From an optimization exercise on the open Yosys and OpenROAD flow, aimed at small area, a short achievable clock period and few clock cycles; shortcuts taken in it are not production practice.
RTL that was checked went through simulation tests only; none was proved equivalent to the original.
No functional check of the RTL was part of runs 2 to 6.

==> flow/design.v <==
module aes_gf16_mul (input wire [3:0] a, input wire [3:0] b, output wire [3:0] y);
    wire [6:0] p = ({7{b[0]}} & {3'b000, a}) ^ ({7{b[1]}} & {2'b00, a, 1'b0}) ^
                   ({7{b[2]}} & {1'b0, a, 2'b00}) ^ ({7{b[3]}} & {a, 3'b000});
    assign y = {p[3] ^ p[4] ^ p[5] ^ p[6], p[2] ^ p[6], p[1] ^ p[5] ^ p[6], p[0] ^ p[4] ^ p[5] ^ p[6]};
endmodule
module aes_sb_f1 (input wire [7:0] a, input wire dec, output wire [11:0] y);
    wire [7:0] te, td, t;
    assign te[0] = a[0] ^ a[1] ^ a[2] ^ a[6] ^ a[7];
    assign te[1] = a[1] ^ a[2] ^ a[5] ^ a[6] ^ a[7];
    assign te[2] = a[2] ^ a[5];
    assign te[3] = a[3];
    assign te[4] = a[4] ^ a[6] ^ a[7];
    assign te[5] = a[2] ^ a[3];
    assign te[6] = a[1] ^ a[2] ^ a[3] ^ a[4] ^ a[5] ^ a[6];
    assign te[7] = a[1] ^ a[4] ^ a[6] ^ a[7];
    assign td[0] = a[2];
    assign td[1] = ~(a[2] ^ a[4] ^ a[5]);
    assign td[2] = ~(a[1] ^ a[2]);
    assign td[3] = a[0] ^ a[2] ^ a[5];
    assign td[4] = a[0] ^ a[4] ^ a[5];
    assign td[5] = ~(a[0] ^ a[1] ^ a[2] ^ a[4] ^ a[5] ^ a[7]);
    assign td[6] = ~(a[0] ^ a[3]);
    assign td[7] = a[3] ^ a[4] ^ a[5] ^ a[6];
    assign t = dec ? td : te;
    wire [3:0] ah = t[7:4], al = t[3:0];
    wire [3:0] sl = {ah[0] ^ ah[1], ah[2] ^ ah[3], ah[1] ^ ah[2], ah[1] ^ ah[2] ^ ah[3]};    
    wire [3:0] sq = {al[2] ^ al[3], al[1] ^ al[3], al[3], al[0] ^ al[2] ^ al[3]};    
    wire [3:0] m;
    aes_gf16_mul u_m (.a(ah), .b(al), .y(m));
    assign y = {ah, ah ^ al, sl ^ m ^ sq};
endmodule
module aes_sb_f2 (input wire [11:0] a, output wire [7:0] y);
    wire [3:0] d = a[3:0];
    reg [3:0] di;
    always @(*) begin
        case (d)
            4'd0: di = 4'd0;
            4'd1: di = 4'd1;
            4'd2: di = 4'd12;
            4'd3: di = 4'd8;
            4'd4: di = 4'd6;
            4'd5: di = 4'd15;
            4'd6: di = 4'd4;
            4'd7: di = 4'd14;
            4'd8: di = 4'd3;
            4'd9: di = 4'd13;
            4'd10: di = 4'd11;
            4'd11: di = 4'd10;
            4'd12: di = 4'd2;
            4'd13: di = 4'd9;
            4'd14: di = 4'd7;
            4'd15: di = 4'd5;
        endcase
    end
    wire [3:0] ih, il;
    aes_gf16_mul u_h (.a(a[11:8]), .b(di), .y(ih));
    aes_gf16_mul u_l (.a(a[7:4]), .b(di), .y(il));
    assign y = {ih, il};
endmodule
module aes_sb_back (input wire [7:0] a, input wire dec, output wire [7:0] y);
    wire [7:0] ye, yd;
    assign ye[0] = ~(a[0] ^ a[1] ^ a[4]);
    assign ye[1] = ~(a[0] ^ a[2]);
    assign ye[2] = a[0];
    assign ye[3] = a[0] ^ a[1] ^ a[4] ^ a[6];
    assign ye[4] = a[0] ^ a[3] ^ a[4];
    assign ye[5] = ~(a[1] ^ a[3] ^ a[4]);
    assign ye[6] = ~(a[4] ^ a[6] ^ a[7]);
    assign ye[7] = a[2] ^ a[4] ^ a[5];
    assign yd[0] = a[0] ^ a[1] ^ a[2] ^ a[3] ^ a[5];
    assign yd[1] = a[4] ^ a[7];
    assign yd[2] = a[3] ^ a[5];
    assign yd[3] = a[3];
    assign yd[4] = a[1] ^ a[2] ^ a[7];
    assign yd[5] = a[2] ^ a[3] ^ a[5];
    assign yd[6] = a[1] ^ a[3] ^ a[4] ^ a[6];
    assign yd[7] = a[2] ^ a[3] ^ a[6] ^ a[7];
    assign y = dec ? yd : ye;
endmodule
module aes_ks_f1 (input wire [7:0] a, output wire [11:0] y);
    aes_sb_f1 u (.a(a), .dec(1'b0), .y(y));
endmodule
module aes_ks_f2 (input wire [11:0] a, output wire [7:0] y);
    wire [7:0] i;
    aes_sb_f2   u_i (.a(a), .y(i));
    aes_sb_back u_b (.a(i), .dec(1'b0), .y(y));
endmodule
module aes_mixcol (
    input  wire [31:0] a,
    output wire [31:0] y
);
    function [7:0] xt;
        input [7:0] b;
        xt = {b[6:0], 1'b0} ^ (b[7] ? 8'h1b : 8'h00);
    endfunction
    wire [7:0] a0 = a[7:0];
    wire [7:0] a1 = a[15:8];
    wire [7:0] a2 = a[23:16];
    wire [7:0] a3 = a[31:24];
    assign y[7:0]   = xt(a0) ^ (xt(a1) ^ a1) ^ a2 ^ a3;
    assign y[15:8]  = a0 ^ xt(a1) ^ (xt(a2) ^ a2) ^ a3;
    assign y[23:16] = a0 ^ a1 ^ xt(a2) ^ (xt(a3) ^ a3);
    assign y[31:24] = (xt(a0) ^ a0) ^ a1 ^ a2 ^ xt(a3);
endmodule
module aes_invmix_pre (
    input  wire [31:0] a,
    output wire [31:0] y
);
    function [7:0] x4;       
        input [7:0] b;
        x4 = {b[5:0], 2'b00} ^ (b[6] ? 8'h1b : 8'h00) ^ (b[7] ? 8'h36 : 8'h00);
    endfunction
    wire [7:0] a0 = a[7:0];
    wire [7:0] a1 = a[15:8];
    wire [7:0] a2 = a[23:16];
    wire [7:0] a3 = a[31:24];
    wire [7:0] u  = x4(a0 ^ a2);
    wire [7:0] v  = x4(a1 ^ a3);
    assign y = {a3 ^ v, a2 ^ u, a1 ^ v, a0 ^ u};
endmodule
module press_aes (
    input  wire         clk,
    input  wire         rst,         
    input  wire         key_valid,
    output wire         key_ready,
    input  wire [1:0]   key_len,     
    input  wire [255:0] key,
    input  wire         in_valid,
    output wire         in_ready,
    input  wire         in_dec,      
    input  wire [127:0] in_data,
    output wire         out_valid,
    input  wire         out_ready,
    output wire [127:0] out_data
);
    reg         key_ok;      
    reg [1:0]   klen;        
    reg         f_raw;       
    reg         f_end;       
    reg [255:0] kst;
    reg [1:0]   ib_n;        
    reg         ib0_dec, ib1_dec;
    reg [127:0] ib0, ib1;    
    reg         st_v;
    reg [15:0]  st_dec;
    reg [127:0] st;          
    reg         r1_v, r1_last;
    reg [15:0]  r1_dec;
    reg [191:0] r1;          
    reg         r2_v, r2_last;
    reg [15:0]  r2_dec;
    reg [127:0] r2;          
    reg         ovalid;
    reg [127:0] obuf;
    reg         in_rdy, key_rdy;
    reg         eact;        
    reg         econv;       
    reg [5:0]   ecyc;
    reg         edir;        
    reg [1:0]   elen;        
    reg [255:0] kw;          
    reg [3:0]   srem;        
    reg [1:0]   sdly;        
    reg [1:0]   q3;          
    reg         qodd;        
    reg [7:0]   rc;          
    reg [2:0]   tpos;        
    reg [31:0]  sreg;        
    reg         srot;        
    reg [7:0]   srcon;       
    reg [47:0]  kmid;        
    reg [31:0]  tw;          
    reg [5:0]   erem;        
    wire [3:0] enr  = (elen == 2'd0) ? 4'd10 : (elen == 2'd1) ? 4'd12 : 4'd14;
    wire stall_arm = r2_v && r2_last && ovalid;
    wire stall     = stall_arm && !out_ready;
    wire e_free  = !eact ? !stall_arm : (!econv && erem == 6'd0 && !ovalid);
    wire ib_any  = (ib_n != 2'd0);
    wire admit_x = ib_any && (ib0_dec == f_end) && e_free;
    wire conv_go = ib_any && (ib0_dec != f_end) && !eact && !stall;
    wire admit_n = ib_any && eact && !econv && (ecyc == 6'd1 || ecyc == 6'd2) &&
                   (ib0_dec == edir);
    wire pop_ns  = admit_x || admit_n;
    wire pop     = admit_x || (admit_n && !stall);
    wire start   = admit_x || conv_go;
    wire kpend   = (srem != 4'd0);
    wire e_load  = eact && (ecyc == 6'd2) && !stall;
    wire e_step  = eact && kpend && (sdly == 2'd0) && !stall;
    wire [31:0] twr = tw ^ {24'd0, srcon};
    wire e_lstep = (srem == 4'd1);
    wire e_cend  = econv && e_step && e_lstep;
    assign in_ready  = in_rdy;
    assign key_ready = key_rdy;
    assign out_valid = ovalid;
    assign out_data  = obuf;
    wire key_go = key_valid && key_ready;
    wire blk_go = in_valid && in_ready;
    function [2:0] f_tpos;
        input [1:0] qq3;
        input [1:0] len;
        input       dir;
        begin
            if (len == 2'd1)
                f_tpos = (qq3 == 2'd1) ? (dir ? 3'd3 : 3'd0) :
                         (qq3 == 2'd2) ? (dir ? 3'd1 : 3'd2) : 3'd4;
            else
                f_tpos = dir ? 3'd3 : 3'd0;
        end
    endfunction
    function f_trot;
        input       qq1;
        input [1:0] len;
        input       dir;
        begin
            f_trot = (len == 2'd2) ? (dir ? qq1 : !qq1) : 1'b1;
        end
    endfunction
    function [7:0] f_rcmul;
        input [7:0] r;
        input       dir;
        begin
            f_rcmul = dir ? ({1'b0, r[7:1]} ^ (r[0] ? 8'h8d : 8'h00)) :
                            ({r[6:0], 1'b0} ^ (r[7] ? 8'h1b : 8'h00));
        end
    endfunction
    function [31:0] f_src;
        input [255:0] w;
        input [2:0]   tp;
        input [1:0]   len;
        input         dir;
        begin
            if (!dir) begin
                if (len == 2'd1 && tp == 3'd2) f_src = w[95:64] ^ w[127:96] ^ w[255:224];
                else f_src = w[255:224];
            end else begin
                if (len == 2'd0) f_src = w[255:224] ^ w[223:192];
                else if (len == 2'd1 && tp == 3'd1) f_src = w[255:224];
                else if (len == 2'd1) f_src = w[191:160];
                else f_src = w[255:224];
            end
        end
    endfunction
    wire [31:0] L0 = kw[31:0],    L1 = kw[63:32],   L2 = kw[95:64],   L3 = kw[127:96];
    wire [31:0] H0 = kw[159:128], H1 = kw[191:160], H2 = kw[223:192], H3 = kw[255:224];
    wire k6 = (elen == 2'd1);
    wire k8 = (elen == 2'd2);
    wire [31:0] fb0 = k6 ? L2 : k8 ? L0 : H0;
    wire [31:0] fb1 = k6 ? L3 : k8 ? L1 : H1;
    wire [31:0] fb2 = k6 ? H0 : k8 ? L2 : H2;
    wire [31:0] fb3 = k6 ? H1 : k8 ? L3 : H3;
    wire [31:0] fn0 = fb0 ^ ((k6 && tpos != 3'd0) ? H3 : twr);
    wire [31:0] fn1 = fb1 ^ fn0;
    wire [31:0] fn2 = fb2 ^ ((k6 && tpos == 3'd2) ? twr : fn1);
    wire [31:0] fn3 = fb3 ^ fn2;
    wire [31:0] bu0 = k6 ? L1 : k8 ? L3 : H3;
    wire [31:0] bu1 = k6 ? L0 : k8 ? L2 : H2;
    wire [31:0] bu2 = k6 ? H3 : k8 ? L1 : H1;
    wire [31:0] bu3 = k6 ? H2 : k8 ? L0 : H0;
    wire [31:0] bo0 = bu0 ^ bu1;
    wire [31:0] bo1 = bu1 ^ ((k6 && tpos == 3'd1) ? twr : bu2);
    wire [31:0] bo2 = bu2 ^ bu3;
    wire [31:0] bo3 = bu3 ^ ((k6 && tpos != 3'd3) ? H1 : twr);
    wire [127:0] nw   = edir ? {bo0, bo1, bo2, bo3} : {fn3, fn2, fn1, fn0};
    wire [255:0] kw_n = {nw, kw[255:128]};
    wire [1:0]   q3_n   = edir ? ((q3 == 2'd0) ? 2'd2 : q3 - 2'd1) : ((q3 == 2'd2) ? 2'd0 : q3 + 2'd1);
    wire         qodd_n = !qodd;
    wire [7:0]   rc_n   = (srot && tpos != 3'd4) ? f_rcmul(rc, edir) : rc;
    wire [2:0]   tpos_n = f_tpos(q3_n, elen, edir);
    wire         trot_n = f_trot(qodd_n, elen, edir);
    wire [31:0] K0 = kst[31:0], K1 = kst[63:32], K2 = kst[95:64], K3 = kst[127:96];
    wire [31:0] K5 = kst[191:160];
    wire [31:0] a0 = K0 ^ twr;
    wire [31:0] a1 = K1 ^ a0;
    wire [31:0] a2 = K2 ^ a1;
    wire [31:0] a3 = K3 ^ a2;
    wire [255:0] kst_ld = !f_raw ? kst :
                          (klen == 2'd0) ? {a3, a2, a1, a0, kst[127:0]} :
                                           {a1, a0, kst[191:0]};
    wire [1:0]   q3_0   = !f_end ? 2'd0 : (elen == 2'd1) ? 2'd2 : (elen == 2'd2) ? 2'd1 : 2'd0;
    wire         qodd_0 = f_end;
    wire [7:0]   rc_0   = !f_end ? ((elen == 2'd2) ? 8'h01 : 8'h02) :
                          (elen == 2'd0) ? 8'h1b : (elen == 2'd1) ? 8'h80 : 8'h40;
    wire [2:0]   tpos_0 = f_tpos(q3_0, elen, f_end);
    wire         trot_0 = f_trot(qodd_0, elen, f_end);
    wire [47:0] ks1;
    wire [31:0] ks2;
    genvar g;
    generate
        for (g = 0; g < 4; g = g + 1) begin : g_ks
            aes_ks_f1 u_1 (.a(sreg[8*g +: 8]),   .y(ks1[12*g +: 12]));
            aes_ks_f2 u_2 (.a(kmid[12*g +: 12]), .y(ks2[8*g +: 8]));
        end
    endgenerate
    always @(posedge clk) begin
        kmid <= ks1;
        tw   <= ks2;
    end
    function [31:0] f_rot;
        input [31:0] w;
        input        rot;
        begin
            f_rot = rot ? {w[7:0], w[31:8]} : w;
        end
    endfunction
    wire [31:0] sinit = (klen == 2'd0) ? {K3[7:0], K3[31:8]} : {K5[7:0], K5[31:8]};
    always @(posedge clk) begin
        if (key_go) begin
            kst   <= key;
            klen  <= key_len;
            f_raw <= (key_len != 2'd2);
            f_end <= 1'b0;
        end else if (e_load) begin
            kst   <= kst_ld;
            f_raw <= 1'b0;
        end else if (e_cend) begin
            kst   <= {kw[255:128], nw};
            f_end <= !f_end;
        end
    end
    always @(posedge clk) begin
        if (e_load)
            kw <= kst_ld;
        else if (e_step)
            kw <= kw_n;
    end
    always @(posedge clk) begin
        if (rst) begin
            srem <= 4'd0;
        end else if (e_load) begin
            srem  <= enr - 4'd1;
            sdly  <= 2'd2;
            q3    <= q3_0;
            qodd  <= qodd_0;
            rc    <= rc_0;
            tpos  <= tpos_0;
            sreg  <= f_rot(f_src(kst_ld, tpos_0, elen, f_end), trot_0);
            srot  <= trot_0;
            srcon <= trot_0 ? rc_0 : 8'h00;
        end else if (e_step) begin
            srem  <= srem - 4'd1;
            sdly  <= 2'd2;
            q3    <= q3_n;
            qodd  <= qodd_n;
            rc    <= rc_n;
            tpos  <= tpos_n;
            if (!e_lstep) begin
                sreg  <= f_rot(f_src(kw_n, tpos_n, elen, edir), trot_n);
                srot  <= trot_n;
                srcon <= trot_n ? rc_n : 8'h00;
            end else begin
                sreg  <= sinit;
                srot  <= 1'b1;
                srcon <= 8'h01;
            end
        end else if (!stall) begin
            if (kpend) begin
                sdly <= sdly - 2'd1;
            end else begin
                sreg  <= sinit;
                srot  <= 1'b1;
                srcon <= 8'h01;
            end
        end
    end
    always @(posedge clk) begin
        if (rst) begin
            eact <= 1'b0;
        end else if (start) begin
            eact  <= 1'b1;
            econv <= conv_go;
            ecyc  <= 6'd1;
            erem  <= ((klen == 2'd0) ? 6'd30 : (klen == 2'd1) ? 6'd36 : 6'd42) - 6'd1;
            edir  <= f_end;
            elen  <= klen;
        end else if (eact && !stall) begin
            if (econv ? e_cend : (erem == 6'd0))
                eact <= 1'b0;
            ecyc <= ecyc + 6'd1;
            erem <= erem - 6'd1;
        end
    end
    wire [191:0] f1_out;
    wire [127:0] f2_out;
    wire [127:0] e_sr, d_sr, t, p, v, m;
    wire [127:0] rk = kw[255:128];
    generate
        for (g = 0; g < 16; g = g + 1) begin : g_sbox
            wire [7:0] inv;
            aes_sb_f1   u_f1 (.a(st[8*g +: 8]),   .dec(st_dec[g]), .y(f1_out[12*g +: 12]));
            aes_sb_f2   u_f2 (.a(r1[12*g +: 12]), .y(inv));
            aes_sb_back u_b  (.a(inv),            .dec(r1_dec[g]), .y(f2_out[8*g +: 8]));
        end
        for (g = 0; g < 16; g = g + 1) begin : g_shift
            assign e_sr[8*g +: 8] = r2[8*((4*(((g/4) + (g%4)) % 4) + (g%4))) +: 8];
            assign d_sr[8*g +: 8] = r2[8*((4*(((g/4) + 4 - (g%4)) % 4) + (g%4))) +: 8];
        end
        for (g = 0; g < 16; g = g + 1) begin : g_key
            assign t[8*g +: 8] = (r2_dec[g] ? d_sr[8*g +: 8] : e_sr[8*g +: 8]) ^ rk[8*g +: 8];
            assign v[8*g +: 8] = r2_dec[g] ? p[8*g +: 8] : e_sr[8*g +: 8];
        end
        for (g = 0; g < 4; g = g + 1) begin : g_mix
            aes_invmix_pre u_p  (.a(t[32*g +: 32]), .y(p[32*g +: 32]));
            aes_mixcol     u_mc (.a(v[32*g +: 32]), .y(m[32*g +: 32]));
        end
    endgenerate
    wire [127:0] f3_out, fin_out;
    generate
        for (g = 0; g < 16; g = g + 1) begin : g_out
            assign f3_out[8*g +: 8]  = m[8*g +: 8] ^ (r2_dec[g] ? 8'h00 : rk[8*g +: 8]);
        end
    endgenerate
    assign fin_out = t;
    always @(posedge clk) begin
        if (!stall) begin
            if (pop_ns) begin
                st     <= ib0 ^ kst[127:0];
                st_dec <= {16{ib0_dec}};
            end else begin
                st     <= f3_out;
                st_dec <= r2_dec;
            end
            r1      <= f1_out;
            r1_dec  <= st_dec;
            r1_last <= eact && !econv && (erem <= 6'd2);
            r2      <= f2_out;
            r2_dec  <= r1_dec;
            r2_last <= r1_last;
        end
        if (r2_v && r2_last && !stall)
            obuf <= fin_out;
    end
    wire [1:0] ib_nn = ib_n + {1'b0, blk_go} - {1'b0, pop};
    always @(posedge clk) begin
        if (pop) begin
            ib0     <= (ib_n == 2'd2) ? ib1 : in_data;
            ib0_dec <= (ib_n == 2'd2) ? ib1_dec : in_dec;
            if (ib_n == 2'd2) begin
                ib1     <= in_data;
                ib1_dec <= in_dec;
            end
        end else if (blk_go) begin
            if (ib_n == 2'd0) begin
                ib0     <= in_data;
                ib0_dec <= in_dec;
            end else begin
                ib1     <= in_data;
                ib1_dec <= in_dec;
            end
        end
    end
    wire       n_key_ok = !rst && (key_ok || key_go);
    wire [1:0] n_ib_n   = rst ? 2'd0 : ib_nn;
    wire       n_eact   = !rst && (start || (eact && !(!stall && (econv ? e_cend : (erem == 6'd0)))));
    wire [5:0] n_ecyc   = start ? 6'd1 : (eact && !stall) ? ecyc + 6'd1 : ecyc;
    always @(posedge clk) begin
        if (rst) begin
            key_ok <= 1'b0;
            ib_n   <= 2'd0;
            st_v   <= 1'b0;
            r1_v   <= 1'b0;
            r2_v   <= 1'b0;
            ovalid <= 1'b0;
        end else begin
            if (key_go)
                key_ok <= 1'b1;
            ib_n <= ib_nn;
            if (!stall) begin
                st_v <= pop || (r2_v && !r2_last);
                r1_v <= st_v;
                r2_v <= r1_v;
            end
            if (r2_v && r2_last && !stall)
                ovalid <= 1'b1;
            else if (out_ready)
                ovalid <= 1'b0;
        end
        in_rdy  <= n_key_ok && (n_ib_n != 2'd2);
        key_rdy <= (n_ib_n == 2'd0) && !(n_eact && (n_ecyc == 6'd1 || n_ecyc == 6'd2));
    end
endmodule
==> flow/flow/run.sh <==
#!/bin/bash
set -euo pipefail
bash standard.sh SETUP_SLACK_MARGIN=8 "BUFFER_PORTS_ARGS=-buffer_cell sky130_fd_sc_hd__buf_1" finish > flow.log 2>&1
==> flow/standard.sh <==
#!/bin/bash
# synth_recipe.tcl (not shown) runs the flow's synth.tcl, then flattens the netlist and writes it again
# the make line also repeats each setting of config.mk as NAME=value (left out here)
make -C /OpenROAD-flow-scripts/flow DESIGN_CONFIG=/design/flow/config.mk WORK_HOME=/design/flow/orfs CLKGATE_MAP_FILE= SYNTH_SCRIPT=/design/flow/synth_recipe.tcl "${@:-finish}"
==> flow/config.mk <==
export PLATFORM = sky130hd
export DESIGN_NAME = press_aes
export DESIGN_NICKNAME = press_aes
export VERILOG_FILES = /design/flow/design.v
export SDC_FILE = /design/flow/constraint.sdc
export NUM_CORES = 8
export LEC_CHECK = 0
export ABC_CLOCK_PERIOD_IN_PS = 3500
export CAP_MARGIN = 20
export CORE_MARGIN = 2
export CORE_UTILIZATION = 45
export CTS_CLUSTER_DIAMETER = 200
export CTS_CLUSTER_SIZE = 20
export PLACE_DENSITY = 0.6
export SETUP_SLACK_MARGIN = 5
export SLEW_MARGIN = 20
==> flow/constraint.sdc <==
create_clock -name core_clock -period 12.0 [get_ports {clk}]
set_input_delay 2.4000 -clock core_clock [delete_from_list [all_inputs] [get_ports {clk}]]
set_output_delay 2.4000 -clock core_clock [all_outputs]
set_load 0.01 [all_outputs]
==> impl_metrics.ini, run 1 <==
[cts]
htree_levels = 3
cts_root_buf = clkbuf_16
numCtsBuffers = 91
clock_path_buffers = 3
cts_hold_buf = 0
clock_sinks = 1631
clk_pin_slew_worst_paths_ns = 0.10
worstSkewPairLatency_ns = 0.85
cts_tree = built

[setup_path]
start_kind = flop
regToRegSetupSlack_ns = 7.84
timing.rr.end = st[117]$_DFFE_PN_
end_kind = flop
worst-setup-path-type = flop to flop
worstRegToRegCells = 8
crit_arrival_ns = 4.71
cp_max_fo = 8
reg2reg_from = kw[239]$_DFFE_PN_
cp_data_required_time_ns = 12.55

[timing]
finClkSkew_ns = 0.0571
drv_slew = 0
hold_viol = 0
setup_viol = 0
max_freq_mhz = 240
holdWs_ns = 0.433
slew_headroom = 0.0920
setup_ws_ns = 7.84
setup-tns-final_ns = 0
tightest_slew_ns = 1.35
grt_setup_unrepaired = yes
layout_min_cycle_time_ns = 4.16
finalCritPeriodShare = 0.347

[yosys]
syn_nets = 12800
synth_cell_types = 106
syn_inst = 12300
yosysWarnings = 4
synth_area_um2 = 120000
synth_area_per_cell_um2 = 9.76
synth_edf_count = 1472
async_reset_ff_frac = 0
synth-seq-area-share = 0.395
synth_ff_type = edfxtp_1
ys_ff_latch = 1631

[die]
die_w_um = 520
boundaryPins = 523
dieArea_um2 = 270000
initial_utilization = 0.452
coreArea_um2 = 265000
rows = 189
die_h_um = 520

[place]
placed_area_um2 = 125000
dp.cells = 15800
dp.final_hpwl_um = 394000
port_buffers = 522
place_congestion = 1.02
dp_slack_ns = 5.00

[routing]
finalWirelength_um = 538000
dr.pass1.iters = 27
post_drt_wl_per_cell_um = 33.1
first_iter_violations = 13800
vias = 98800
postRouteAntennaNets = 0
post_drt_via_cell_ratio = 6.07
drcViolationCount = 0

[grt]
track_usage = 0.380
grt_max_degree = 129
overflow = 0
antenna_found_initial = 66
grt_pass1_wl_um = 720000
grt_pass1_vias = 90000

[layout]
fillers = 24200
mostFrequentLayoutCells = xnor2_1 (1,892), nand2_1 (1,764), edfxtp_1 (1,472)
drive_gt1_frac = 0.107
final_common_cell = xnor2_1
instances_no_fill = 16300
fin_util = 0.507
final_area_um2 = 134000
area_delta_synth_final_pct = 12.2
final_nets = 13100

[min_path]
whs_path_depth = 0
holdPathEnd = r2_last$_DFFE_PN_
hold_start = r1_last$_DFFE_PN_
min_path_type = flop to flop

[status]
status = no timing/DRC/antenna violations

[job]
cap_violations = 0
## cell families after synthesis
| logic type | after synthesis | synth area share |
|---|---|---|
| buf+inv | 1035 | 0.0339 |
| flops | 1631 | 0.395 |
| fa+ha+maj | 99 | 0.0103 |
| mux | 676 | 0.0603 |
| simple gates | 3397 | 0.124 |
| compound gates | 2216 | 0.114 |
| xor+xnor | 3224 | 0.262 |
## cell usage after synthesis, drive strengths merged, types with 61 or more instances
master | n | share of area
a21oi | 553 | 0.023
a22oi | 77 | 0.0049
a31oi | 81 | 0.0043
buf | 182 | 0.0072
clkbuf | 609 | 0.019
dfxtp | 159 | 0.027
edfxtp | 1472 | 0.37
ha | 99 | 0.010
inv | 238 | 0.0075
mux2 | 237 | 0.022
mux2i | 439 | 0.038
nand2 | 1771 | 0.055
nand2b | 227 | 0.012
nor2 | 850 | 0.027
nor2b | 139 | 0.0073
nor3 | 67 | 0.0029
o211ai | 61 | 0.0038
o21ai | 734 | 0.031
o21bai | 90 | 0.0057
o221ai | 93 | 0.0068
o22ai | 119 | 0.0062
xnor2 | 2031 | 0.15
xnor3 | 169 | 0.032
xor2 | 984 | 0.072
## state kept, by name (all words and copies together) (netlist names), 16 cells and up
name / cells
kmid: 32
tw: 32
kw: 256
r1_dec: 16
r2: 128
g_ks.u_2.u_i.u_h.b: 16
st: 128
st_dec: 16
ib1: 128
sreg: 32
kst: 256
obuf: 128
ib0: 128
r1: 192
r2_dec: 16
g_sbox.u_f2.u_h.b: 64
## layout make-up
type	count	area (um2)	area share
multi-input cells	9622	71100	0.529
flip-flops and latches	1631	47400	0.352
repair buffers	1036	7750	0.0577
well taps	3533	4420	0.0329
clock buffers	154	2510	0.0187
inverters	244	952	0.00708
clock inverters	8	125	0.000931
diodes	41	103	0.000763
repair inverters	4	33.8	0.000251
## per-layer routing
layer / up-vias / global-route usage / share of wire
li1: 42900 / - / -
met1: 48900 / 0.515 / 0.40
met2: 5989 / 0.532 / 0.40
met3: 940 / 0.107 / 0.12
met4: 30 / 0.238 / 0.077
met5: - / 0 / 0.00038
## critical path: stages, from the launching register on
cell	delay, ns
edfxtp_1	0.81
xnor2_4	0.54
xor2_1	0.31
xnor3_1	0.47
mux2i_2	0.51
xnor2_1	0.22
xor2_1	0.21
xnor2_1	0.61
a21oi_1	0.15
## how the worst max path moves through the flow
stage | from | endpoint | slack, ns
2_1_floorplan | out_ready | kw[0]$_DFFE_PN_ | 4.43
3_3_place_gp | out_ready | kw[214]$_DFFE_PN_ | 5.08
3_5_place_dp | out_ready | kw[158]$_DFFE_PN_ | 5.00
4_1_cts | r2_dec[7]$_DFFE_PN_ | st[34]$_DFFE_PN_ | 7.78
5_1_grt | out_ready | erem[4]$_DFFE_PP_ | 7.83
6_report | kw[239]$_DFFE_PN_ | st[117]$_DFFE_PN_ | 7.84
## timing repair
action                     4_1_cts  5_1_grt
gates resized for setup        327      263
gates cloned                    41       11
setup endpoints to repair     1941      799
setup buffers                   73      179
pin swaps                       23       46
Testbench counts, summed over its fixed seeds: cycles 29,406.
==> inputs of run 2 (changes only) <==
--- a/flow/design.v
+++ b/flow/design.v
@@ -158,6 +158,7 @@
     reg [5:0]   ecyc;
     reg         edir;        
     reg [1:0]   elen;        
+    reg         k6, k8;      
     reg [255:0] kw;          
     reg [3:0]   srem;        
     reg [1:0]   sdly;        
@@ -177,7 +178,7 @@
     wire e_free  = !eact ? !stall_arm : (!econv && erem == 6'd0 && !ovalid);
     wire ib_any  = (ib_n != 2'd0);
     wire admit_x = ib_any && (ib0_dec == f_end) && e_free;
-    wire conv_go = ib_any && (ib0_dec != f_end) && !eact && !stall;
+    wire conv_go = ib_any && (ib0_dec != f_end) && e_free;
     wire admit_n = ib_any && eact && !econv && (ecyc == 6'd1 || ecyc == 6'd2) &&
                    (ib0_dec == edir);
     wire pop_ns  = admit_x || admit_n;
@@ -242,8 +243,6 @@
     endfunction
     wire [31:0] L0 = kw[31:0],    L1 = kw[63:32],   L2 = kw[95:64],   L3 = kw[127:96];
     wire [31:0] H0 = kw[159:128], H1 = kw[191:160], H2 = kw[223:192], H3 = kw[255:224];
-    wire k6 = (elen == 2'd1);
-    wire k8 = (elen == 2'd2);
     wire [31:0] fb0 = k6 ? L2 : k8 ? L0 : H0;
     wire [31:0] fb1 = k6 ? L3 : k8 ? L1 : H1;
     wire [31:0] fb2 = k6 ? H0 : k8 ? L2 : H2;
@@ -372,6 +371,8 @@
             erem  <= ((klen == 2'd0) ? 6'd30 : (klen == 2'd1) ? 6'd36 : 6'd42) - 6'd1;
             edir  <= f_end;
             elen  <= klen;
+            k6    <= (klen == 2'd1);
+            k8    <= (klen == 2'd2);
         end else if (eact && !stall) begin
             if (econv ? e_cend : (erem == 6'd0))
                 eact <= 1'b0;
==> run 2 against run 1 <==
- clock-buffer cell count up 9
- global-route usage down 0.80 points
- sequential share of layout area down 0.43 points
- final cell count up 0.95%
- die area up 1.5%
- non-clock buffer count down 46
- critical path type unchanged
==> impl_metrics.ini, run 2 <==
[status]
status = no timing/DRC/antenna violations

[die]
die_h_um = 524
boundaryPins = 523
rows = 190
die_w_um = 524
initial_utilization = 0.453
coreArea_um2 = 268000
dieArea_um2 = 274000

[cts]
cts_root_buf = clkbuf_16
cts_tree = built
clk_pin_slew_worst_paths_ns = 0.10
worstSkewPairLatency_ns = 0.85
cts_hold_buf = 0
clock_path_buffers = 3
htree_levels = 3
numCtsBuffers = 91
clock_sinks = 1633

[yosys]
async_reset_ff_frac = 0
syn_nets = 13000
synth_ff_type = edfxtp_1
synth_top_area_cell = edfxtp_1
synth_edf_count = 1474
synth_cell_types = 103
ys_ff_latch = 1633
ys_top_cells_by_area = edfxtp_1 (36%), xnor2_1 (14%), xor2_1 (7.4%), nand2_1 (6.0%), mux2i_1 (5.1%)
synth_area_um2 = 122000
synth_top_area_frac = 0.364
yosysWarnings = 4
synth_area_per_cell_um2 = 9.76
netlist_top_cells_count = nand2_1 (1,939), xnor2_1 (1,939), edfxtp_1 (1,474)
syn_inst = 12500
synth-seq-area-share = 0.390

[timing]
layout_min_cycle_time_ns = 4.14
finClkSkew_ns = 0.0788
grt_setup_unrepaired = yes
max_freq_mhz = 242
drv_slew = 0
hold_viol = 0
setup_viol = 0
finalCritPeriodShare = 0.345
slew_headroom = 0.157
tightest_slew_ns = 1.26
setup-tns-final_ns = 0

[grt]
grt_pass1_vias = 92000
grt_util_met2 = 0.538
grt_busiest_layer = met2
grt_pass1_wl_um = 716000
grt_max_degree = 129
overflow = 0
met1_usage = 0.486
gr-usage-met3 = 0.0974
track_usage = 0.372
antenna_found_initial = 63

[place]
port_buffers = 522
placed_area_um2 = 127000
dp.final_hpwl_um = 386000
place_congestion = 1.05

[setup_path]
crit_arrival_ns = 4.72
cp_slowest_stage_delay_ns = 0.60
crit_start = edir$_DFFE_PP_
cp_max_fo = 27
worstPathCellList = buf_8 > inv_4 > buf_12 > nor2_1 > a21oi_2 > inv_1 > ha_1 > nor3_4 > buf_4 > nand2_1 > xnor2_2 > a22oi_1 > o21ai_0 > o22ai_1
start_kind = flop
worst-setup-path-type = flop to flop
crit_slowest_cell = xnor2_2
worstRegToRegCells = 14
end_kind = flop
cp_data_required_time_ns = 12.58
reg2reg_from = edir$_DFFE_PP_

[layout]
fillers = 24200
final_common_cell = nand2_1
reg.largest.list = kst x256, kw x256, r1 x192
final_area_um2 = 136000
final_nets = 13300
drive_gt1_frac = 0.109
area_delta_synth_final_pct = 12.1
mostFrequentLayoutCells = nand2_1 (1,928), xnor2_1 (1,823), edfxtp_1 (1,474)

[routing]
vias = 100000
first_iter_violations = 14500
postRouteAntennaNets = 0
post_drt_wl_per_cell_um = 32.5
drcViolationCount = 0
dr.pass1.iters = 7
finalWirelength_um = 534000
post_drt_via_cell_ratio = 6.12

[min_path]
hold_start = r1_last$_DFFE_PN_
min_path_type = flop to flop
whs_path_depth = 0

[job]
cap_violations = 0
==> run 2: critical path: cells and delay by family (launching register included) <==
family / cells / cell delay, ns
compound gates: 4 / 0.65
xor+xnor: 1 / 0.60
fa+ha+maj: 1 / 0.39
buf+inv: 5 / 1.05
flops: 1 / 0.40
simple gates: 3 / 0.76
==> run 2: kinds of logic (layout without fill, tap and decap cells) <==
group	count (synthesis)	count (layout)	synth area share
simple gates	3435	3439	0.121
other cells	0	27	0
mux	961	961	0.0837
compound gates	2106	2109	0.105
flops	1633	1633	0.390
buf+inv	1028	1410	0.0340
xor+xnor	3196	3196	0.256
fa+ha+maj	100	100	0.0103
==> run 2: worst paths after layout <==
kind	end	slack (ns)
hold reg to reg	r2_last$_DFFE_PN_	0.44
setup / recovery	sreg[6]$_DFFE_PP_	7.86
setup reg to reg	sreg[6]$_DFFE_PP_	7.86
hold / removal	r2_last$_DFFE_PN_	0.44
==> run 2: layer usage <==
metal / up-vias / wire length [um]
met2: 6324 / 221000
met3: 1324 / 63300
met5: - / 186
met4: 30 / 44800
met1: 49400 / 205000
li1: 43400 / -
==> run 2: layout make-up <==
class / count / area [um2] / share of cell area
antenna: 27 / 67.6 / 0.000496
multi-input combinational: 9805 / 73100 / 0.536
timing repair inverter: 6 / 61.3 / 0.000450
sequential: 1633 / 47400 / 0.348
tap: 3552 / 4440 / 0.0326
timing repair buffer: 990 / 7550 / 0.0554
clock inverter: 6 / 67.6 / 0.000496
clock buffer: 163 / 2590 / 0.0190
inverter: 245 / 998 / 0.00733
==> run 2: stage by stage <==
stage | std cells | utilization | hold slack (ns) | setup slack (ns)
2_1_floorplan | 12500 | - | 0.400 | 4.26
3_5_place_dp | 16000 | 0.473 | 0.432 | 5.42
4_1_cts | 16300 | 0.498 | 0.444 | 7.94
6_report | 16400 | 0.508 | 0.444 | 7.86
3_3_place_gp | 16000 | 0.473 | 0.431 | 5.48
5_1_grt | 16400 | 0.508 | 0.456 | 7.91
==> run 2: what timing repair did <==
action	in CTS	in global routing
resized for setup	391	234
setup buffers	92	111
pin swaps	37	58
gates cloned	45	17
endpoints found under the setup margin	2003	901
==> inputs of run 3 (changes only) <==
--- a/flow/design.v
+++ b/flow/design.v
@@ -308,11 +308,9 @@
             klen  <= key_len;
             f_raw <= (key_len != 2'd2);
             f_end <= 1'b0;
-        end else if (e_load) begin
-            kst   <= kst_ld;
-            f_raw <= 1'b0;
         end else if (e_cend) begin
             kst   <= {kw[255:128], nw};
+            f_raw <= 1'b0;
             f_end <= !f_end;
         end
     end
==> run 3 against run 2 <==
- still clean
- hold slack got worse by 0.017 ns
- area after synthesis is 0.40% lower
- global-route usage fell by 2.0 points
- cell area decreased by 0.57%
- first-iteration DRC count down 6.5%
- die area down 0.39%
- non-clock buffer count rose by 53
- via count fell by 3.0%
- critical endpoint is now kw[247]$_DFFE_PN_
==> impl_metrics.ini, run 3 <==
[cts]
clock_sinks = 1633
worstSkewPairLatency_ns = 0.82
htree_levels = 3
cts_root_buf = clkbuf_16
clk_pin_slew_worst_paths_ns = 0.09
clock_path_buffers = 3
numCtsBuffers = 91
cts_tree = built
cts_hold_buf = 0

[place]
place_congestion = 0.975
port_buffers = 522
dp.final_hpwl_um = 368000

[setup_path]
worst-setup-path-type = flop to flop
start_kind = flop
crit_arrival_ns = 4.61
reg2reg_from = k8$_DFFE_PP_
cp_max_fo = 23
cp_data_required_time_ns = 12.52
end_kind = flop
crit_start = k8$_DFFE_PP_

[min_path]
min_path_type = flop to flop
hold_start = r1_last$_DFFE_PN_

[yosys]
synth_area_um2 = 121000
ys_ff_latch = 1633
syn_nets = 12800
netlist_top_cells_count = nand2_1 (2,135), xnor2_1 (1,987), edfxtp_1 (1,474)
yosysWarnings = 4
synth-seq-area-share = 0.392
synth_top_area_cell = edfxtp_1
synth_area_per_cell_um2 = 9.81
synth_edf_count = 1474
synth.most_common_cell = nand2_1
ys_top_cells_by_area = edfxtp_1 (37%), xnor2_1 (14%), nand2_1 (6.6%), xor2_1 (6.3%), mux2i_1 (5.2%)
syn_inst = 12300
async_reset_ff_frac = 0
synth_cell_types = 94
synth_ff_type = edfxtp_1
synth_top_area_frac = 0.365

[die]
dieArea_um2 = 273000
rows = 190
boundaryPins = 523
die_w_um = 523
coreArea_um2 = 268000
initial_utilization = 0.452
die_h_um = 523

[layout]
reg.largest.list = kst x256, kw x256, r1 x192
area_delta_synth_final_pct = 11.9
final_nets = 13200
mostFrequentLayoutCells = nand2_1 (2,128), xnor2_1 (1,870), edfxtp_1 (1,474)
final_common_cell = nand2_1
drive_gt1_frac = 0.106

[routing]
vias = 97400
finalWirelength_um = 503000
post_drt_wl_per_cell_um = 30.8
first_iter_violations = 13500
dr.pass1.iters = 7
drcViolationCount = 0
postRouteAntennaNets = 0
post_drt_via_cell_ratio = 5.96

[timing]
layout_min_cycle_time_ns = 4.09
holdWs_ns = 0.428
hold_viol = 0
setup_viol = 0
slew_headroom = 0.129
tightest_slew_ns = 1.30
finClkSkew_ns = 0.0535
drv_slew = 0
grt_setup_unrepaired = yes
finalCritPeriodShare = 0.340
max_freq_mhz = 245
setup-tns-final_ns = 0

[status]
status = no timing/DRC/antenna violations

[grt]
antenna_found_initial = 41
grt_pass1_wl_um = 683000
track_usage = 0.352
grt_max_degree = 136
overflow = 0
grt_pass1_vias = 89000

[job]
cap_violations = 0
## run 3: cell types whose count changed after synthesis, moves of 18 or more
| cell | delta |
|---|---|
| nand2_1 | +196 |
| xor2_1 | -160 |
| o21ai_0 | -126 |
| xnor3_1 | +70 |
| nor2_1 | -68 |
| xnor2_1 | +48 |
| o211ai_1 | -43 |
| nor2b_1 | +41 |
| o21a_1 | -37 |
| and3_1 | +34 |
| o22ai_1 | -30 |
| clkbuf_1 | +28 |
| a22o_1 | -20 |
| nor3_1 | -18 |
## run 3: worst paths after layout
check | to | slack, ns | cells after the start
setup reg to reg | kw[247]$_DFFE_PN_ | 7.91 | 10
setup / recovery | kw[247]$_DFFE_PN_ | 7.91 | 10
hold reg to reg | r2_last$_DFFE_PN_ | 0.43 | 0
hold / removal | r2_last$_DFFE_PN_ | 0.43 | 0
## run 3: repair_timing
item	CTS	global route
pin swaps	23	55
resized for setup	313	231
endpoints found under the setup margin	1716	962
buffers inserted	92	193
cloned	33	10
## run 3: final cells by class
class                   instances  area [um2]
diodes                         15        37.5
fillers                     24400      132000
multi-input cells            9686       72300
well taps                    3552        4440
repair buffers               1043        7570
clock buffers                 161        2540
flip-flops and latches       1633       47400
inverters                     246        1020
repair inverters                3        26.3
clock inverters                 8         103
## run 3: cell families after synthesis
group	Yosys count	share of synthesized area
AO/OA/AOI/OAI	1845	0.0913
XOR/XNOR	3154	0.262
adder cells (fa/ha/maj)	99	0.0102
buffers and inverters	1028	0.0331
flip-flops	1633	0.392
multiplexers	951	0.0823
AND/OR/NAND/NOR	3633	0.130
## run 3: through the flow
| step | std cells | utilization | setup slack (ns) | cell area, um2 |
|---|---|---|---|---|
| floorplan | 12300 | - | 4.28 | 121000 |
| global placement | 15800 | 0.471 | 5.25 | 126000 |
| detailed placement | 15800 | 0.471 | 5.15 | 126000 |
| CTS | 16100 | 0.494 | 7.96 | 132000 |
| global route | 16300 | 0.506 | 7.92 | 135000 |
| finish | 16300 | 0.506 | 7.91 | 136000 |
## run 3: layer usage
metal  wire length, um  track usage
met1            203000        0.486
met4             34500        0.191
met5               151            0
met2            212000        0.517
met3             53800       0.0713
## run 3: critical path: stages, from the launching register on
cell and delay [ns]:
edfxtp_1 0.44, buf_12 0.29, buf_16 0.25, mux2_2 0.37, mux2i_1 0.23, xnor3_1 0.46
mux2i_1 0.19, xnor2_1 0.20, xor2_1 0.16, o21ai_0 0.89, o21ai_0 0.24
==> inputs of run 4 (changes only) <==
--- a/flow/design.v
+++ b/flow/design.v
@@ -308,9 +308,11 @@
             klen  <= key_len;
             f_raw <= (key_len != 2'd2);
             f_end <= 1'b0;
+        end else if (e_load) begin
+            kst   <= kst_ld;
+            f_raw <= 1'b0;
         end else if (e_cend) begin
             kst   <= {kw[255:128], nw};
-            f_raw <= 1'b0;
             f_end <= !f_end;
         end
     end
==> flow/flow/run.sh (replaced) <==
#!/bin/bash
set -euo pipefail
W=$PWD
export OWN_ABC_SCRIPT=$W/flow/abc_map.script
{
  cat <<'TCL'
# ORFS's synthesis calls abc with its own -script; use ours instead.
proc abc {args} {
  set i [lsearch -exact $args -script]
  if {$i >= 0} { lset args [expr {$i + 1}] $::env(OWN_ABC_SCRIPT) }
  puts "abc with own script: $args"
  yosys abc {*}$args
}
TCL
  cat synth_recipe.tcl
} > own_synth.tcl
bash standard.sh SYNTH_SCRIPT=$W/own_synth.tcl SETUP_SLACK_MARGIN=8 \
  "BUFFER_PORTS_ARGS=-buffer_cell sky130_fd_sc_hd__buf_1" finish > flow.log 2>&1
==> flow/flow/abc_map.script (new file) <==
&get -n
&st
&syn2
&dch
&nf -R 1000
&put
==> run 4 against run 3 <==
- sequential cell count unchanged
- clock skew grew 0.012 ns
- synthesized cell count decreased by 7.8%
==> impl_metrics.ini, run 4 <==
[status]
status = no timing/DRC/antenna violations

[yosys]
ys_ff_latch = 1633
syn_nets = 11900
synth.most_common_cell = xnor2_1
synth_area_per_cell_um2 = 9.55
synth_adder_area_share = 0.0118
synth_area_um2 = 109000
synth_compound_area_frac = 0.126
synth_ff_type = edfxtp_1
synth_cell_types = 55
synth-simple-area-share = 0.127
synthXorXnorAreaFrac = 0.258
async_reset_ff_frac = 0
synth_edf_count = 1474
syn_inst = 11400
synth_top_family_by_area = XOR/XNOR gates
ys_top_cells_by_area = edfxtp_1 (41%), xnor2_1 (18%), xor2_1 (7.4%), nand2_1 (6.2%), o21ai_0 (5.0%)
synth-seq-area-share = 0.437
synth_top_area_cell = edfxtp_1
synth_top_area_frac = 0.407
synth_mux_area_frac = 0.0305
yosysWarnings = 4
netlist_top_cells_count = xnor2_1 (2,287), nand2_1 (1,800), edfxtp_1 (1,474)

[grt]
overflow = 0
grt_max_degree = 156
met1_usage = 0.507
track_usage = 0.385
grt_pass1_vias = 86600
gr-usage-met3 = 0.110
grt_util_met2 = 0.546
grt_pass1_wl_um = 664000
grt_busiest_layer = met2
antenna_found_initial = 44

[routing]
postRouteAntennaNets = 0
post_drt_via_cell_ratio = 6.03
dr.pass1.iters = 9
post_drt_wl_per_cell_um = 31.6
vias = 95500
finalWirelength_um = 500000
drcViolationCount = 0
first_iter_violations = 13800

[setup_path]
crit_start = r2[63]$_DFFE_PN_
start_kind = flop
crit_arrival_ns = 4.84
cp_data_required_time_ns = 12.51
regToRegSetupSlack_ns = 7.68
reg2reg_from = r2[63]$_DFFE_PN_
worst-setup-path-type = flop to flop
end_kind = flop
cp_max_fo = 4

[die]
die_h_um = 495
initial_utilization = 0.452
boundaryPins = 523
coreArea_um2 = 240000
die_w_um = 495
rows = 180
dieArea_um2 = 245000

[timing]
finClkSkew_ns = 0.0653
drv_slew = 0
tightest_slew_ns = 1.28
finalCritPeriodShare = 0.360
holdWs_ns = 0.443
layout_min_cycle_time_ns = 4.32
setup-tns-final_ns = 0
max_freq_mhz = 231
setup_viol = 0
grt_setup_unrepaired = yes
slew_headroom = 0.145
hold_viol = 0

[min_path]
hold_start = r1_last$_DFFE_PN_
min_path_type = flop to flop

[cts]
clock_sinks = 1633
numCtsBuffers = 91
worstSkewPairLatency_ns = 0.85
cts_hold_buf = 0
htree_levels = 3
clk_pin_slew_worst_paths_ns = 0.10
cts_tree = built
clock_path_buffers = 3
cts_root_buf = clkbuf_16

[place]
port_buffers = 522
dp.final_hpwl_um = 349000
dp.cells = 15300
place_congestion = 1.05

[layout]
mostFrequentLayoutCells = xnor2_1 (2,078), nand2_1 (1,789), edfxtp_1 (1,474)
reg.largest.list = kst x256, kw x256, r1 x192
drive_gt1_frac = 0.103
final_common_cell = xnor2_1
final_nets = 13000
instances_no_fill = 15800
area_delta_synth_final_pct = 18.6
fin_util = 0.536

[job]
cap_violations = 0
-- run 4: final cells by class --
cell class | instances | area, um2
antenna | 21 | 52.6
clock buffer | 166 | 2640
clock inverter | 3 | 43.8
fill | 21700 | 111000
inverter | 297 | 1210
multi-input combinational | 9462 | 65200
sequential | 1633 | 47400
tap | 3185 | 3990
timing repair buffer | 1060 | 8210
timing repair inverter | 5 | 71.3
-- run 4: critical path, cell delays in order (launching register included) --
cell,delay [ns]
edfxtp_1,0.56
nor2b_2,0.26
a21oi_1,0.24
xnor2_2,0.15
buf_4,0.18
xor2_4,0.32
xor2_4,0.26
buf_4,0.17
xor2_2,0.17
a21oi_4,0.10
xnor2_2,0.28
xor2_2,0.14
o211ai_1,0.91
o21ai_2,0.25
-- run 4: repair_timing --
action | in CTS | in global routing
setup buffers | 123 | 159
gates cloned | 32 | 23
pin swaps | 73 | 198
resized for setup | 636 | 524
setup endpoints to repair | 2253 | 1019
-- run 4: metrics by stage --
step	instance area, um2	setup WS, ns
final	129000	7.68
after global routing	129000	7.80
after CTS	124000	7.82
after detailed placement	117000	4.78
after global placement	117000	4.84
after floorplan	109000	0.544
-- run 4: metal layers --
layer | routed length, um | up-vias
li1 | - | 41700
met1 | 190000 | 46300
met2 | 204000 | 6142
met3 | 64800 | 1306
met4 | 41700 | 18
met5 | 118 | -
-- run 4: worst paths after layout --
kind | endpoint | cells after the start
worst max-delay path | st[89]$_DFFE_PN_ | 13
worst min-delay path | r2_last$_DFFE_PN_ | 0
worst min register to register | r2_last$_DFFE_PN_ | 0
worst max register to register | st[89]$_DFFE_PN_ | 13
-- run 4: cell families (layout without fill, tap and decap cells) --
family	count (synthesis)	after routing
XOR/XNOR	3200	3200
adder cells (fa/ha/maj)	103	103
buffers and inverters	297	1531
other	0	21
flip-flops	1633	1633
AO/OA/AOI/OAI	2503	2503
multiplexers	314	314
AND/OR/NAND/NOR	3330	3342
==> inputs of run 5 (changes only) <==
--- a/flow/design.v
+++ b/flow/design.v
@@ -308,11 +308,9 @@
             klen  <= key_len;
             f_raw <= (key_len != 2'd2);
             f_end <= 1'b0;
-        end else if (e_load) begin
-            kst   <= kst_ld;
-            f_raw <= 1'b0;
         end else if (e_cend) begin
             kst   <= {kw[255:128], nw};
+            f_raw <= 1'b0;
             f_end <= !f_end;
         end
     end
==> run 5 against run 4 <==
- die area shrank 0.59%
- critical endpoint is now st[39]$_DFFE_PN_
- wire length shrank 5.0%
- area after synthesis shrank 0.59%
- fmax grew 3.6%
- non-clock buffer count shrank 77
- critical path depth shrank 3
==> impl_metrics.ini, run 5 <==
[layout]
mostFrequentLayoutCells = xnor2_1 (2,063), nand2_1 (1,631), edfxtp_1 (1,474)
final_nets = 12900
reg.largest.list = kst x256, kw x256, r1 x192
area_delta_synth_final_pct = 17.6
drive_gt1_frac = 0.0945
fin_util = 0.533
final_common_cell = xnor2_1
final_area_um2 = 127000

[cts]
numCtsBuffers = 91
clk_pin_slew_worst_paths_ns = 0.09
htree_levels = 3
cts_tree = built
clock_path_buffers = 3
cts_root_buf = clkbuf_16
cts_hold_buf = 0
clock_sinks = 1633
worstSkewPairLatency_ns = 0.86

[die]
rows = 179
coreArea_um2 = 238000
boundaryPins = 523
initial_utilization = 0.453
die_h_um = 494
dieArea_um2 = 244000
die_w_um = 494

[yosys]
synth_cell_types = 50
synth_top_area_cell = edfxtp_1
synth_area_per_cell_um2 = 9.55
ys_ff_latch = 1633
synth_area_um2 = 108000
syn_nets = 11800
async_reset_ff_frac = 0
syn_inst = 11300
synth-seq-area-share = 0.439
synth_top_area_frac = 0.410
synth_ff_type = edfxtp_1
yosysWarnings = 4
ys_top_cells_by_area = edfxtp_1 (41%), xnor2_1 (18%), xor2_1 (8.0%), nand2_1 (5.7%), o21ai_0 (5.7%)
synth.most_common_cell = xnor2_1
netlist_top_cells_count = xnor2_1 (2,219), nand2_1 (1,639), edfxtp_1 (1,474)
synth_edf_count = 1474

[status]
status = no timing/DRC/antenna violations

[routing]
dr.max_layer_used = met5
first_iter_violations = 13500
wl_met3_um = 53300
post_drt_via_cell_ratio = 6.02
dr.pass1.iters = 6
finalWirelength_um = 475000
vias = 94300
post_drt_wl_per_cell_um = 30.3
drcViolationCount = 0
wl_met1_um = 182000
route.met2.wl_um = 200000
postRouteAntennaNets = 0

[timing]
setup_viol = 0
finalCritPeriodShare = 0.348
hold_viol = 0
grt_setup_unrepaired = yes
slew_headroom = 0.162
setup_ws_ns = 7.83
finClkSkew_ns = 0.0721
setup-tns-final_ns = 0
layout_min_cycle_time_ns = 4.17
tightest_slew_ns = 1.25
max_freq_mhz = 240
drv_slew = 0

[setup_path]
crit_arrival_ns = 4.60
start_kind = flop
cp_max_fo = 5
cp_data_required_time_ns = 12.43
worst-setup-path-type = flop to flop
end_kind = flop

[place]
placed_area_um2 = 116000
dp_slack_ns = 4.58
dp.final_hpwl_um = 336000
port_buffers = 522
place_congestion = 1.03

[grt]
antenna_found_initial = 33
grt_max_degree = 92
grt_pass1_wl_um = 638000
overflow = 0
track_usage = 0.366
grt_pass1_vias = 85200

[job]
cap_violations = 0

[min_path]
min_path_type = flop to flop
[run 5: worst paths after layout]
path | depth (start not counted) | slack [ns] | from | end
min reg2reg | 0 | 0.48 | r1_last$_DFFE_PN_ | r2_last$_DFFE_PN_
max reg2reg | 10 | 7.83 | r2[37]$_DFFE_PN_ | st[39]$_DFFE_PN_
max | 10 | 7.83 | r2[37]$_DFFE_PN_ | st[39]$_DFFE_PN_
min | 0 | 0.48 | r1_last$_DFFE_PN_ | r2_last$_DFFE_PN_
[run 5: worst max-delay path, stage by stage, from the launching register on]
cell and delay (ns):
edfxtp_1 0.62, xor2_2 0.58, xnor2_1 0.28, xnor2_1 0.20
nand2_1 0.10, xor2_2 0.48, xnor2_2 0.24, xnor2_2 0.44
nand2_1 0.10, o211ai_1 0.25, o21ai_0 0.48
[run 5: cell type report]
type                       instances  area (um2)
fill                           21800      111000
multi-input combinational       9378       63900
sequential                      1633       47400
timing repair buffer             983        7680
tap                             3167        3960
clock buffer                     164        2620
inverter                         310        1270
timing repair inverter             8         100
clock inverter                     5        66.3
antenna                           15        37.5
[run 5: layer usage]
metal	up-vias	track usage
li1	41200	-
met1	46000	0.489
met2	5886	0.535
met3	1168	0.0756
met4	12	0.240
met5	-	0
[run 5: metrics by stage]
stage          hold slack, ns  cells
2_1_floorplan           0.400  11300
3_3_place_gp            0.414  15200
3_5_place_dp            0.420  15200
4_1_cts                 0.469  15500
5_1_grt                 0.480  15600
6_report                0.481  15700
[run 5: logic make-up (layout without fill, tap and decap cells)]
logic type / Yosys count / count (layout) / share of synthesized area
AO/OA/AOI/OAI: 2588 / 2588 / 0.128
other: 0 / 15 / 0
buffers and inverters: 310 / 1470 / 0.0108
flip-flops: 1633 / 1633 / 0.439
XOR/XNOR: 3204 / 3204 / 0.260
AND/OR/NAND/NOR: 3182 / 3191 / 0.122
multiplexers: 293 / 293 / 0.0288
adder cells (fa/ha/maj): 102 / 102 / 0.0117
[run 5: repair_timing]
| action | in CTS | in global routing |
|---|---|---|
| pin swaps | 52 | 118 |
| resized for setup | 550 | 437 |
| gates cloned | 36 | 29 |
| buffers inserted | 96 | 154 |
| endpoints found under the setup margin | 1937 | 1028 |
==> inputs of run 6 (changes only) <==
==> flow/flow/abc_map.script (replaced) <==
&get -n
&st
&syn2
&dch
&if -g -K 6
&synch2
&nf -R 1000
&put
==> run 6 against run 5 <==
- first-iteration DRC count decreased by 4.5%
- die area increased by 1.6%
- synthesized cell count increased by 0.95%
- final cell count increased by 0.72%
- via count decreased by 1.6%
- clock-buffer cell count increased by 1
- area after synthesis increased by 1.6%
- setup slack improved by 0.092 ns
- sequential cell count unchanged
- register-to-register slack improved by 0.09 ns
- cell area decreased by 0.18%
==> impl_metrics.ini, run 6 <==
[routing]
dr.pass1.iters = 6
first_iter_violations = 12900
post_drt_via_cell_ratio = 5.88
vias = 92800
postRouteAntennaNets = 0
post_drt_wl_per_cell_um = 29.3
finalWirelength_um = 463000
drcViolationCount = 0

[setup_path]
worstRegToRegCells = 19
end_kind = flop
crit_start = tpos[1]$_DFFE_PP_
cp_data_required_time_ns = 12.52
timing.rr.end = sreg[21]$_DFFE_PP_
worst-setup-path-type = flop to flop
regToRegSetupSlack_ns = 7.92
start_kind = flop
reg2reg_from = tpos[1]$_DFFE_PP_
cp_max_fo = 5
crit_arrival_ns = 4.60

[yosys]
synth_top_area_cell = edfxtp_1
ys_top_cells_by_area = edfxtp_1 (40%), xnor2_1 (18%), xor2_1 (8.3%), nand2_1 (7.7%), o21ai_0 (3.8%)
netlist_top_cells_count = xnor2_1 (2,283), nand2_1 (2,251), edfxtp_1 (1,474)
synth_area_per_cell_um2 = 9.61
syn_nets = 11900
synth_ff_type = edfxtp_1
synth_top_area_frac = 0.403
synth.most_common_cell = xnor2_1
synth_edf_count = 1474
synth-seq-area-share = 0.432
syn_inst = 11400
yosysWarnings = 4
ys_ff_latch = 1633
async_reset_ff_frac = 0
synth_cell_types = 59
synth_area_um2 = 110000

[cts]
clock_sinks = 1633
clock_path_buffers = 3
worstSkewPairLatency_ns = 0.82
htree_levels = 3
cts_tree = built
clk_pin_slew_worst_paths_ns = 0.09
numCtsBuffers = 91
cts_root_buf = clkbuf_16
cts_hold_buf = 0

[timing]
max_freq_mhz = 245
tightest_slew_ns = 1.22
hold_viol = 0
setup_ws_ns = 7.92
grt_setup_unrepaired = yes
layout_min_cycle_time_ns = 4.08
setup-tns-final_ns = 0
drv_slew = 0
slew_headroom = 0.182
finClkSkew_ns = 0.0619
holdWs_ns = 0.429
setup_viol = 0
finalCritPeriodShare = 0.340

[min_path]
holdPathEnd = r2_last$_DFFE_PN_
min_path_type = flop to flop
whs_path_depth = 0
hold_start = r1_last$_DFFE_PN_

[place]
placed_area_um2 = 118000
dp.final_hpwl_um = 327000
dp_slack_ns = 5.06
place_congestion = 1.00
dp.cells = 15300
port_buffers = 522

[layout]
drive_gt1_frac = 0.0794
area_delta_synth_final_pct = 15.5
fillers = 22000
final_common_cell = nand2_1
final_area_um2 = 127000
mostFrequentLayoutCells = nand2_1 (2,242), xnor2_1 (2,148), edfxtp_1 (1,474)
reg.largest.list = kst x256, kw x256, r1 x192
final_nets = 13000
instances_no_fill = 15800

[grt]
track_usage = 0.356
grt_pass1_wl_um = 631000
antenna_found_initial = 52
overflow = 0
grt_max_degree = 124
grt_pass1_vias = 85300

[die]
initial_utilization = 0.452
die_h_um = 498
die_w_um = 498
dieArea_um2 = 248000
rows = 181
coreArea_um2 = 243000
boundaryPins = 523

[status]
status = no timing/DRC/antenna violations

[job]
cap_violations = 0
## run 6: cell types whose count changed after synthesis, moves of 31 or more
cell	previous run	this run
o22ai_1	88	45
nand2_1	1639	2251
mux2i_1	155	360
xnor2_1	2219	2283
clkinv_1	310	200
xor2_1	985	1039
nand2b_1	147	178
nor3_1	21	85
a21oi_1	1025	737
nor2_1	1043	876
o21ai_0	1220	836
## run 6: logic make-up (layout without fill, tap and decap cells)
logic type                 after synthesis  after routing  share of synthesized area
AOI/OAI and AO/OA                     1961           1962                     0.0985
xor gates and xnor gates              3327           3327                      0.266
adders and majority gates              101            101                     0.0115
buffers and inverters                  200           1314                    0.00684
DFF                                   1633           1633                      0.432
muxes                                  491            491                     0.0463
other                                    0             31                          0
and+or+nand+nor                       3707           3715                      0.139
## run 6: cell type report
type | instances | area, um2 | area share
Multi-Input combinational cell | 9596 | 64800 | 0.511
Timing Repair inverter | 7 | 76.3 | 0.000602
Inverter | 200 | 846 | 0.00667
Timing Repair Buffer | 936 | 6950 | 0.0548
Clock inverter | 6 | 75.1 | 0.000592
Antenna cell | 31 | 77.6 | 0.000612
Clock buffer | 165 | 2580 | 0.0203
Tap cell | 3202 | 4010 | 0.0316
Sequential cell | 1633 | 47400 | 0.374
## run 6: metrics by stage
step | util
2_1_floorplan | -
5_1_grt | 0.522
3_5_place_dp | 0.485
6_report | 0.522
4_1_cts | 0.510
3_3_place_gp | 0.484
## run 6: worst max-delay path, stage by stage, from the launching register on
cell,delay (ns)
edfxtp_1,0.45
nor3_4,0.28
buf_12,0.16
nand2b_4,0.18
buf_12,0.13
buf_16,0.16
mux2i_2,0.23
xor2_1,0.23
xor2_1,0.26
o21ai_2,0.11
xnor2_2,0.16
xor2_1,0.19
nor2_1,0.15
a21oi_2,0.05
buf_4,0.16
o211a_4,0.25
o21ai_4,0.35
a21oi_2,0.05
nor3_1,0.15
a21oi_1,0.06
## run 6: timing repair
item                                    4_1_cts  5_1_grt
endpoints found under the hold margin         0        0
gates resized for setup                     376      377
gates cloned                                 41        8
setup buffers                                78       97
endpoints found under the setup margin     1769      448
pin swaps                                    30       98
## run 6: worst max path at each step
stage,depth (start not counted),slack (ns),end
final,19,7.92,sreg[21]$_DFFE_PP_
after global routing,19,7.80,sreg[19]$_DFFE_PP_
after CTS,1,7.87,key_ready
after detailed placement,9,5.06,kw[95]$_DFFE_PN_
after global placement,9,5.15,kw[31]$_DFFE_PN_
after floorplan,7,0.12,f_raw$_SDFFCE_PN0P_
## run 6: routing by layer
| metal | global-route usage | vias up | wire (um) |
|---|---|---|---|
| li1 | - | 41200 | - |
| met1 | 0.475 | 45100 | 181000 |
| met2 | 0.521 | 5369 | 194000 |
| met3 | 0.0716 | 1096 | 49300 |
| met4 | 0.236 | 24 | 37800 |
| met5 | 0 | - | 193 |

==> what the ideal ports hide <==
Ports are ideal in the flow. The routed layouts listed here were re-timed in OpenROAD.
Step 1 assumes that a clkbuf_16 drives the clock port and a buf_2 every other input.
Step 2 adds t to the input delays and takes it off the output delays; t is the mean of the earliest and latest rising clock arrival at the registers after step 1. Input paths then give back, and output paths get back, about the clock's delay inside the block.
Slacks: ideal / step 1 / step 2; pairs: ideal / step 1.
run	shift t [ns]	slack for setup (ns)	hold WS [ns]	clock arrival spread, ns	worst register clock-pin slew, ns
run 1	0.928	7.837 / 7.837 / 7.090	0.433 / 0.433 / 0.433	0.061 / 0.061	0.12 / 0.12
run 2	0.912	7.864 / 7.864 / 7.045	0.444 / 0.444 / 0.444	0.081 / 0.080	0.12 / 0.12
run 3	0.899	7.915 / 7.896 / 7.151	0.428 / 0.428 / 0.428	0.062 / 0.061	0.11 / 0.11
run 4	0.924	7.675 / 7.675 / 7.001	0.443 / 0.443 / 0.443	0.073 / 0.073	0.11 / 0.11
run 5	0.926	7.827 / 7.827 / 7.142	0.481 / 0.481 / 0.481	0.077 / 0.078	0.12 / 0.12
run 6	0.897	7.919 / 7.871 / 7.164	0.429 / 0.429 / 0.429	0.069 / 0.070	0.11 / 0.11
After both steps every run listed still meets setup and hold. For run 2, which loses most, drivers alone change the setup slack by 0.000 ns; drivers and shift together by -0.819 ns.
